From an optimization exercise on the open Yosys and OpenROAD flow, aimed at small area and a short achievable clock period; shortcuts taken in it are not production practice. In this exercise RTL edits were held to simulation tests only and were not proved equivalent to the original.

===== flow/run.sh =====
#!/bin/bash
# synth_recipe.tcl (not shown) runs the flow's synth.tcl, then flattens the netlist and writes it again
# the make line also repeats each setting of config.mk as NAME=value (left out here)
make -C /OpenROAD-flow-scripts/flow DESIGN_CONFIG=/design/flow/config.mk WORK_HOME=/design/flow/orfs CLKGATE_MAP_FILE= SYNTH_SCRIPT=/design/flow/synth_recipe.tcl finish

===== flow/constraint.sdc =====
create_clock -name core_clock -period 10.5 [get_ports {clk}]
set_input_delay 2.1000 -clock core_clock [delete_from_list [all_inputs] [get_ports {clk}]]
set_output_delay 2.1000 -clock core_clock [all_outputs]
set_load 0.01 [all_outputs]

===== flow/config.mk =====
export PLATFORM = sky130hd
export DESIGN_NAME = easel_xu
export DESIGN_NICKNAME = easel_xu
export VERILOG_FILES = /design/flow/design.v
export SDC_FILE = /design/flow/constraint.sdc
export NUM_CORES = 4
export LEC_CHECK = 0
export CAP_MARGIN = 20
export CORE_MARGIN = 2
export CORE_UTILIZATION = 30
export SLEW_MARGIN = 20

===== flow/design.v =====
module easel_alu (
    input  wire [31:0] instr,
    input  wire [31:0] opa,       
    input  wire [31:0] opb,       
    output reg         legal,     
    output reg  [31:0] result,
    output reg         sat        
);
    wire [5:0]  op   = instr[31:26];
    wire [4:0]  f_rs1 = instr[20:16];
    wire [4:0]  f_k  = instr[15:11];    
    wire [10:0] fn   = instr[10:0];
    wire [15:0] imm  = instr[15:0];
    wire signed [31:0] sa = opa;
    wire signed [31:0] sb = opb;
    wire signed [32:0] sum  = {sa[31], sa} + {sb[31], sb};
    wire signed [32:0] diff = {sa[31], sa} - {sb[31], sb};
    wire sum_ovf  = sum[32]  != sum[31];
    wire diff_ovf = diff[32] != diff[31];
    wire [31:0] max_pos = 32'h7FFF_FFFF;
    wire [31:0] max_neg = 32'h8000_0000;
    wire [4:0] shamt_r = opb[4:0];
    wire signed [32:0] sat_hi  = (33'sd1 <<< f_k) - 33'sd1;             
    wire signed [32:0] sat_lo  = -(33'sd1 <<< f_k);                     
    wire signed [33:0] usat_hi = (34'sd1 <<< (f_k + 6'd1)) - 34'sd1;    
    wire signed [32:0] sa33    = {sa[31], sa};
    reg [5:0] clz;
    integer   i;
    always @(*) begin
        clz = 6'd32;
        for (i = 0; i < 32; i = i + 1)
            if (opa[i]) clz = 6'd31 - i[5:0];
    end
    always @(*) begin
        legal  = 1'b0;
        result = 32'd0;
        sat    = 1'b0;
        case (op)
        6'h00: begin
            legal = 1'b1;
            case (fn)
            11'h000: result = sa + sb;
            11'h001: begin
                if (sum_ovf) begin
                    result = sum[32] ? max_neg : max_pos;
                    sat    = 1'b1;
                end else
                    result = sum[31:0];
            end
            11'h002: result = sa - sb;
            11'h003: begin
                if (diff_ovf) begin
                    result = diff[32] ? max_neg : max_pos;
                    sat    = 1'b1;
                end else
                    result = diff[31:0];
            end
            11'h004: result = opa & opb;
            11'h005: result = opa | opb;
            11'h006: result = opa ^ opb;
            11'h008: result = opa << shamt_r;
            11'h009: result = opa >> shamt_r;
            11'h00A: result = sa >>> shamt_r;
            11'h00C: result = opa << f_k;
            11'h00D: result = opa >> f_k;
            11'h00E: result = sa >>> f_k;
            11'h010: result = {31'd0, sa < sb};
            11'h011: result = {31'd0, opa < opb};
            11'h012: result = (sb < sa) ? opb : opa;
            11'h013: result = (opb < opa) ? opb : opa;
            11'h014: result = (sb > sa) ? opb : opa;
            11'h015: result = (opb > opa) ? opb : opa;
            11'h018: begin
                if (f_k != 5'd0) legal = 1'b0;
                if (opa == max_neg) begin
                    result = max_pos;
                    sat    = 1'b1;
                end else if (sa < 0)
                    result = -sa;
                else
                    result = opa;
            end
            11'h019: begin
                if (f_k != 5'd0) legal = 1'b0;
                result = {26'd0, clz};
            end
            11'h01C: begin
                if (sa33 > sat_hi) begin
                    result = sat_hi[31:0];
                    sat    = 1'b1;
                end else if (sa33 < sat_lo) begin
                    result = sat_lo[31:0];
                    sat    = 1'b1;
                end else
                    result = opa;
            end
            11'h01D: begin
                if (sa < 0) begin
                    result = 32'd0;
                    sat    = 1'b1;
                end else if ({sa[31], sa33} > usat_hi) begin
                    result = usat_hi[31:0];
                    sat    = 1'b1;
                end else
                    result = opa;
            end
            default: legal = 1'b0;
            endcase
        end
        6'h01: begin legal = 1'b1; result = sa + {{16{imm[15]}}, imm}; end
        6'h02: begin legal = 1'b1; result = opa & {16'd0, imm}; end
        6'h03: begin legal = 1'b1; result = opa | {16'd0, imm}; end
        6'h04: begin legal = 1'b1; result = opa ^ {16'd0, imm}; end
        6'h05: begin legal = (f_rs1 == 5'd0); result = {imm, 16'd0}; end
        default: legal = 1'b0;
        endcase
        if (!legal) begin
            result = 32'd0;
            sat    = 1'b0;
        end
    end
endmodule
module easel_xu (
    input  wire        clk,
    input  wire        rst,         
    input  wire        issue,
    input  wire [31:0] instr,
    input  wire [31:0] opa,         
    input  wire [31:0] opb,         
    input  wire        sat_clr,     
    output reg         w1_valid,
    output reg  [4:0]  w1_rd,
    output reg  [31:0] w1_data,
    output reg         w3_valid,
    output reg  [4:0]  w3_rd,
    output reg  [31:0] w3_data,
    output reg         ill,
    output reg         sat
);
    localparam K_MUL  = 2'd0;
    localparam K_MAC  = 2'd1;
    localparam K_ACCR = 2'd2;
    wire [5:0]  op  = instr[31:26];
    wire [4:0]  rd  = instr[25:21];
    wire [1:0]  ad  = instr[22:21];
    wire [1:0]  as_ = instr[17:16];
    wire [10:0] fn  = instr[10:0];
    wire        alu_legal;
    wire [31:0] alu_result;
    wire        alu_sat;
    easel_alu u_alu (
        .instr  (instr),
        .opa    (opa),
        .opb    (opb),
        .legal  (alu_legal),
        .result (alu_result),
        .sat    (alu_sat)
    );
    wire is_mul  = (op == 6'h08) &&
                   (fn == 11'h000 || fn == 11'h001 || fn == 11'h002 ||
                    fn == 11'h004 || fn == 11'h005 || fn == 11'h006 ||
                    fn == 11'h007);
    wire is_mac  = (op == 6'h09) && (instr[25:23] == 3'd0) &&
                   (fn == 11'h000 || fn == 11'h001 || fn == 11'h003 ||
                    fn == 11'h004 || fn == 11'h005 || fn == 11'h007);
    wire is_accr = (op == 6'h0A) && (fn[10:8] == 3'd0) &&
                   (instr[20:18] == 3'd0) && (instr[15:11] == 5'd0) &&
                   (fn[1] == 1'b0 || fn[7:2] == 6'd0);
    wire is_accw = (op == 6'h0A) && (fn[10:8] == 3'd1) && (fn[7:2] == 6'd0) &&
                   (instr[25:23] == 3'd0) && (fn[1:0] != 2'd3) &&
                   (fn[1:0] == 2'd0 || instr[15:11] == 5'd0);
    wire is_accz = (op == 6'h0A) && (fn == 11'h200) &&
                   (instr[25:23] == 3'd0) && (instr[20:11] == 10'd0);
    wire legal = alu_legal || is_mul || is_mac || is_accr || is_accw || is_accz;
    wire go    = issue && !rst;
    reg [32:0] mul_a, mul_b;
    always @(*) begin
        if (is_mul && fn == 11'h002) begin             
            mul_a = {1'b0, opa};
            mul_b = {1'b0, opb};
        end else if ((is_mul && fn[2] && !fn[0]) ||    
                     (is_mac && !fn[0])) begin         
            mul_a = {{17{opa[15]}}, opa[15:0]};
            mul_b = {{17{opb[15]}}, opb[15:0]};
        end else begin
            mul_a = {opa[31], opa};
            mul_b = {opb[31], opb};
        end
    end
    reg [63:0] accw_val;
    always @(*) begin
        case (fn[1:0])
        2'd0:    accw_val = {opb, opa};
        2'd1:    accw_val = {{16{opa[31]}}, opa, 16'd0};
        default: accw_val = {{16{opa[15]}}, opa[15:0], 32'd0};
        endcase
        if (is_accz) accw_val = 64'd0;
    end
    reg [63:0] acc [0:3];
    reg        s1_valid;
    reg [1:0]  s1_kind;
    reg [4:0]  s1_rd;
    reg [1:0]  s1_ad;
    reg [7:0]  s1_fn;
    reg [32:0] s1_a, s1_b;
    reg [63:0] s1_acc;
    wire signed [65:0] s1_prod = $signed(s1_a) * $signed(s1_b);
    wire signed [94:0] s1_accv = $signed({{31{s1_acc[63]}}, s1_acc}) <<< s1_fn[7:3];
    reg        s2_valid;
    reg [1:0]  s2_kind;
    reg [4:0]  s2_rd;
    reg [1:0]  s2_ad;
    reg [7:0]  s2_fn;
    reg signed [65:0] s2_prod;
    reg signed [94:0] s2_accv;
    wire        q15_inc = s2_fn[1] & s2_prod[14] & ((|s2_prod[13:0]) | s2_prod[15]);
    wire signed [51:0] q15_v = $signed(s2_prod[65:15]) + $signed({51'd0, q15_inc});
    wire        q31_inc = s2_fn[1] & s2_prod[30] & ((|s2_prod[29:0]) | s2_prod[31]);
    wire signed [35:0] q31_v = $signed(s2_prod[65:31]) + $signed({35'd0, q31_inc});
    wire        m15_inc = s2_fn[1] & s2_prod[14] & ((|s2_prod[13:0]) | s2_prod[15]);
    wire signed [65:0] mac_p = !s2_fn[0] ? (s2_prod <<< 17)
                             : ($signed(s2_prod >>> 15) + $signed({65'd0, m15_inc}));
    wire signed [65:0] mac_acc = $signed({{2{acc[s2_ad][63]}}, acc[s2_ad]});
    wire signed [65:0] mac_sum = s2_fn[2] ? (mac_acc - mac_p) : (mac_acc + mac_p);
    wire mac_hi = mac_sum > $signed({3'b000, {63{1'b1}}});
    wire mac_lo = mac_sum < $signed({3'b111, {63{1'b0}}});
    wire [63:0] mac_new = mac_hi ? {1'b0, {63{1'b1}}}
                        : mac_lo ? {1'b1, {63{1'b0}}}
                        : mac_sum[63:0];
    wire        a31_inc = s2_fn[2] & s2_accv[15] & ((|s2_accv[14:0]) | s2_accv[16]);
    wire signed [79:0] a31_v = $signed(s2_accv[94:16]) + $signed({79'd0, a31_inc});
    wire        a15_inc = s2_fn[2] & s2_accv[31] & ((|s2_accv[30:0]) | s2_accv[32]);
    wire signed [63:0] a15_v = $signed(s2_accv[94:32]) + $signed({63'd0, a15_inc});
    reg [31:0] s2_result;
    reg        s2_sat;
    always @(*) begin
        s2_result = 32'd0;
        s2_sat    = 1'b0;
        case (s2_kind)
        K_MUL: begin
            case (s2_fn[2:0])
            3'd0: s2_result = s2_prod[31:0];
            3'd1, 3'd2: s2_result = s2_prod[63:32];
            3'd4, 3'd6: begin
                if (q15_v > 52'sd32767) begin
                    s2_result = 32'h0000_7FFF; s2_sat = 1'b1;
                end else if (q15_v < -52'sd32768) begin
                    s2_result = 32'hFFFF_8000; s2_sat = 1'b1;
                end else
                    s2_result = q15_v[31:0];
            end
            default: begin
                if (q31_v > 36'sd2147483647) begin
                    s2_result = 32'h7FFF_FFFF; s2_sat = 1'b1;
                end else if (q31_v < -36'sd2147483648) begin
                    s2_result = 32'h8000_0000; s2_sat = 1'b1;
                end else
                    s2_result = q31_v[31:0];
            end
            endcase
        end
        K_MAC: begin
            s2_sat = mac_hi | mac_lo;
        end
        default: begin  
            case (s2_fn[1:0])
            2'd0: begin
                if (a31_v > 80'sd2147483647) begin
                    s2_result = 32'h7FFF_FFFF; s2_sat = 1'b1;
                end else if (a31_v < -80'sd2147483648) begin
                    s2_result = 32'h8000_0000; s2_sat = 1'b1;
                end else
                    s2_result = a31_v[31:0];
            end
            2'd1: begin
                if (a15_v > 64'sd32767) begin
                    s2_result = 32'h0000_7FFF; s2_sat = 1'b1;
                end else if (a15_v < -64'sd32768) begin
                    s2_result = 32'hFFFF_8000; s2_sat = 1'b1;
                end else
                    s2_result = a15_v[31:0];
            end
            2'd2: s2_result = s2_accv[63:32];
            default: s2_result = s2_accv[31:0];
            endcase
        end
        endcase
    end
    always @(posedge clk) begin
        w1_rd   <= rd;
        w1_data <= alu_result;
        s1_kind <= is_mac ? K_MAC : is_accr ? K_ACCR : K_MUL;
        s1_rd   <= rd;
        s1_ad   <= ad;
        s1_fn   <= fn[7:0];
        s1_a    <= mul_a;
        s1_b    <= mul_b;
        s1_acc  <= acc[as_];
        s2_kind <= s1_kind;
        s2_rd   <= s1_rd;
        s2_ad   <= s1_ad;
        s2_fn   <= s1_fn;
        s2_prod <= s1_prod;
        s2_accv <= s1_accv;
        w3_rd   <= s2_rd;
        w3_data <= s2_result;
        if (rst) begin
            w1_valid <= 1'b0;
            w3_valid <= 1'b0;
            ill      <= 1'b0;
            sat      <= 1'b0;
            s1_valid <= 1'b0;
            s2_valid <= 1'b0;
            acc[0]   <= 64'd0;
            acc[1]   <= 64'd0;
            acc[2]   <= 64'd0;
            acc[3]   <= 64'd0;
        end else begin
            w1_valid <= go && alu_legal && (rd != 5'd0);
            ill      <= go && !legal;
            s1_valid <= go && (is_mul || is_mac || is_accr);
            s2_valid <= s1_valid;
            w3_valid <= s2_valid && (s2_kind != K_MAC) && (s2_rd != 5'd0);
            sat      <= (sat && !sat_clr) || (go && alu_sat) || (s2_valid && s2_sat);
            if (s2_valid && s2_kind == K_MAC)
                acc[s2_ad] <= mac_new;
            if (go && (is_accw || is_accz))
                acc[ad] <= accw_val;
        end
    end
endmodule

==> impl_metrics.sql <==
INSERT INTO impl_metrics (metric_group, metric, value, unit) VALUES
('floorplanning', 'num_rows', '217', ''),
('clocking', 'cts_made_buffers', '79', ''),
('timing', 'timing.max_slew.rel_slack', '9.29', '%'),
('final_layout', 'multiInputGateArea', '81500', 'sq um'),
('critical_path', 'start_to_end_type_of_the_worst_setup_path', 'flop to flop', ''),
('clocking', 'cts_num_sinks', '647', ''),
('critical_path', 'required', '11.13', 'ns'),
('timing', 'setup_viol', '0', ''),
('clocking', 'number_of_cells_upsized_or_downsized_after_cts', '0', ''),
('synth', 'combinational_family_with_the_most_area_after_synthesis', 'adder cells', ''),
('detailed_routing', 'dr.first_iter.drc_count', '14300', ''),
('synth', 'post_synth_mux_area_share', '8.51', '%'),
('clocking', 'cts_post_setup_buffers_inserted', '0', ''),
('timing', 'hold_viol', '0', ''),
('synth', 'synth_compound_gate_area_share', '17.5', '%'),
('synth', 'synth_ff_type', 'sky130_fd_sc_hd__dfxtp_1', ''),
('synth', 'postSynth.asyncResetShare', '0', '%'),
('critical_path', 'worst-path-max-fanout', '20', ''),
('timing', 'final.setup.worst_slack', '1.10', 'ns'),
('synth', 'synth_edf_count', '256', ''),
('critical_path', 'critical_path_max_stage_delay', '1.00', 'ns'),
('synth', 'yosys_register_bits', '647', ''),
('timing', 'timing.final.crit_share', '89.5', '%'),
('clocking', 'clock_tree.buffer_depth', '3', ''),
('synth', 'yosysWarningCount', '2', ''),
('final_layout', 'final_net_count', '14100', ''),
('clocking', 'htree_levels', '3', ''),
('detailed_routing', 'via_per_inst', '6.10', ''),
('synth', 'synth_cell_types', '100', ''),
('critical_path', 'critical_path.slowest_cell', 'sky130_fd_sc_hd__dfxtp_1', ''),
('outcome', 'outcome', 'complete, no violations', ''),
('timing', 'fmax', '0.106', 'GHz'),
('critical_path', 'crit_family', 'adder cells', ''),
('floorplanning', 'coreArea', '349000', 'sq um'),
('critical_path', 'worst_r2r_endpoint', 's2_prod[65]', ''),
('detailed_routing', 'first_pass_iters', '11', ''),
('global_routing', 'grt_max_degree', '82', ''),
('place', 'placed_cells', '16700', ''),
('min_path', 'worstHoldStart', 's1_fn[0]', ''),
('synth', 'synth_fa_ha_area_share', '29.1', '%'),
('synth', 'xor_xnor_fraction_of_synth_area', '4.30', '%'),
('floorplanning', 'design.portCount', '178', ''),
('global_routing', 'grt_first_pass_wirelength', '741000', 'microns'),
('synth', 'synthDominantCellAreaShare', '21.9', '%'),
('detailed_routing', 'wl', '523000', 'microns'),
('clocking', 'clock_pin_slew_on_the_worst_setup_and_hold_paths', '0.06', 'ns'),
('critical_path', 'worst-endpoint-arrival', '10.03', 'ns'),
('min_path', 'hold-path-endpoint', 's2_fn[0]', ''),
('synth', 'synth.cells.most_frequent', '1598 x sky130_fd_sc_hd__nand2_1, 1276 x sky130_fd_sc_hd__inv_1, 1150 x sky130_fd_sc_hd__fa_1', ''),
('global_routing', 'grt.total_usage', '28.7', '%'),
('critical_path', 'rrSetupSlack', '1.10', 'ns'),
('place', 'dp_slack', '1.05', 'ns'),
('timing', 'finalMaxSlewViolations', '0', ''),
('place', 'dp_hpwl', '403000', 'microns'),
('final_layout', 'regArea', '15500', 'sq um'),
('final_layout', 'flow.area_growth_from_synthesis', '9.99', '%'),
('timing', 'timing.clock.skew', '0.0299', 'ns'),
('place', 'gp_congestion', '1.11', ''),
('floorplanning', 'fp.dieArea', '355000', 'sq um'),
('timing', 'grt_setup_unrepaired', 'false', ''),
('floorplanning', 'die_y', '596', 'microns'),
('synth', 'netlist_instances', '12400', ''),
('synth', 'syn_area_per_cell', '8.46', 'sq um');
## stage by stage
| step | cell area (sq um) | hold slack (ns) | util (%) |
|---|---|---|---|
| after detailed placement | 113000 | 0.312 | 32.3 |
| after global routing | 115000 | 0.331 | 33.1 |
| after floorplan | 105000 | 0.310 | - |
| after global placement | 113000 | 0.318 | 32.3 |
| after CTS | 115000 | 0.324 | 33.0 |
| final | 115000 | 0.324 | 33.1 |
## worst register-to-register path, delay by kind of cell, from the launching register on
kind	cells	cell delay [ns]
AND/OR/NAND/NOR	5	0.81
AO/OA/AOI/OAI	8	2.90
adder cells (fa/ha/maj)	9	4.46
buffers and inverters	3	0.17
flip-flops	1	1.00
## registers in the layout, summed over array words and instances (netlist names), 2 cells and up
name     flops
w3_data     32
w1_data     32
s1_acc      64
s2_rd        4
s1_b        33
s2_accv     95
s2_kind      2
s2_fn        3
s1_fn        8
s2_prod     66
s1_rd        4
s1_a        33
acc        256
w3_rd        5
s1_kind      2
## how the worst max path moves through the flow
stage,start,to,slack (ns),depth (start not counted)
finish,s1_b[5],s2_prod[65],1.10,25
global route,s1_b[5],s2_prod[65],0.58,25
floorplan,s1_a[32],s2_prod[65],1.90,24
global placement,s1_b[5],s2_prod[65],1.10,22
CTS,s1_b[5],s2_prod[65],1.04,25
detailed placement,s1_b[5],s2_prod[65],1.05,25
## cell type report
class	count	area share (%)
clock buffer	97	1.84
sequential	647	13.5
tap	4599	4.98
antenna	43	0.0932
inverter	1293	4.20
clock inverter	46	0.414
timing repair buffer	634	4.44
multi-input combinational	9562	70.6
## cells by family after synthesis
| family | count (synthesis) |
|---|---|
| compound gates | 2734 |
| xor+xnor | 516 |
| fa+ha+maj | 1753 |
| buf+inv | 2201 |
| flops | 647 |
| mux | 633 |
| other cells | 2 |
| simple gates | 3923 |
## layer usage
metal | vias up | global-route usage, % | part of all wire (%) | wire (microns)
met4 | 44 | 17.4 | 7.5 | 39300
met3 | 1856 | 8.56 | 11 | 58900
met2 | 7170 | 42.5 | 42 | 221000
met1 | 51200 | 36.7 | 39 | 203000
met5 | - | 0.0676 | 0.057 | 298
li1 | 43000 | - | - | -
## placed cells by master, fill, tap and decap left out, drive strengths merged, types with 145 or more instances in the layout
| master | n |
|---|---|
| a21o | 176 |
| a21oi | 633 |
| and2 | 310 |
| buf | 484 |
| clkdlybuf4s50 | 145 |
| dfxtp | 391 |
| edfxtp | 256 |
| fa | 1150 |
| ha | 603 |
| inv | 1285 |
| mux2i | 346 |
| mux4 | 199 |
| nand2 | 1601 |
| nand2b | 161 |
| nand3 | 242 |
| nand4 | 177 |
| nor2 | 675 |
| nor3 | 211 |
| o21ai | 565 |
| o221ai | 219 |
| xnor2 | 344 |
| xor2 | 172 |

what the ideal ports hide:
How much do the figures lean on ideal ports? The routed layout below was timed once more, with nothing changed but the port constraints.
Step 1: set_driving_cell puts a clkbuf_16 on clk and a buf_2 on each other input, an assumption about the parent block.
Step 2 moves the port delays by t, midway between the first and last clock arrival at a register: inputs arrive t later, outputs are due t later. That takes back most of the time a late clock gives input paths.
a / b / c = ideal / step 1 / step 2; a / b = the first two.
t, ns: 0.788
slack for setup (ns): 1.098 / 1.098 / 0.797
worst register clock-pin slew, ns: 0.08 / 0.08
After both steps this run still meets setup and hold. The setup slack of this run moves by 0.000 ns with the drivers and by -0.301 ns with both steps.
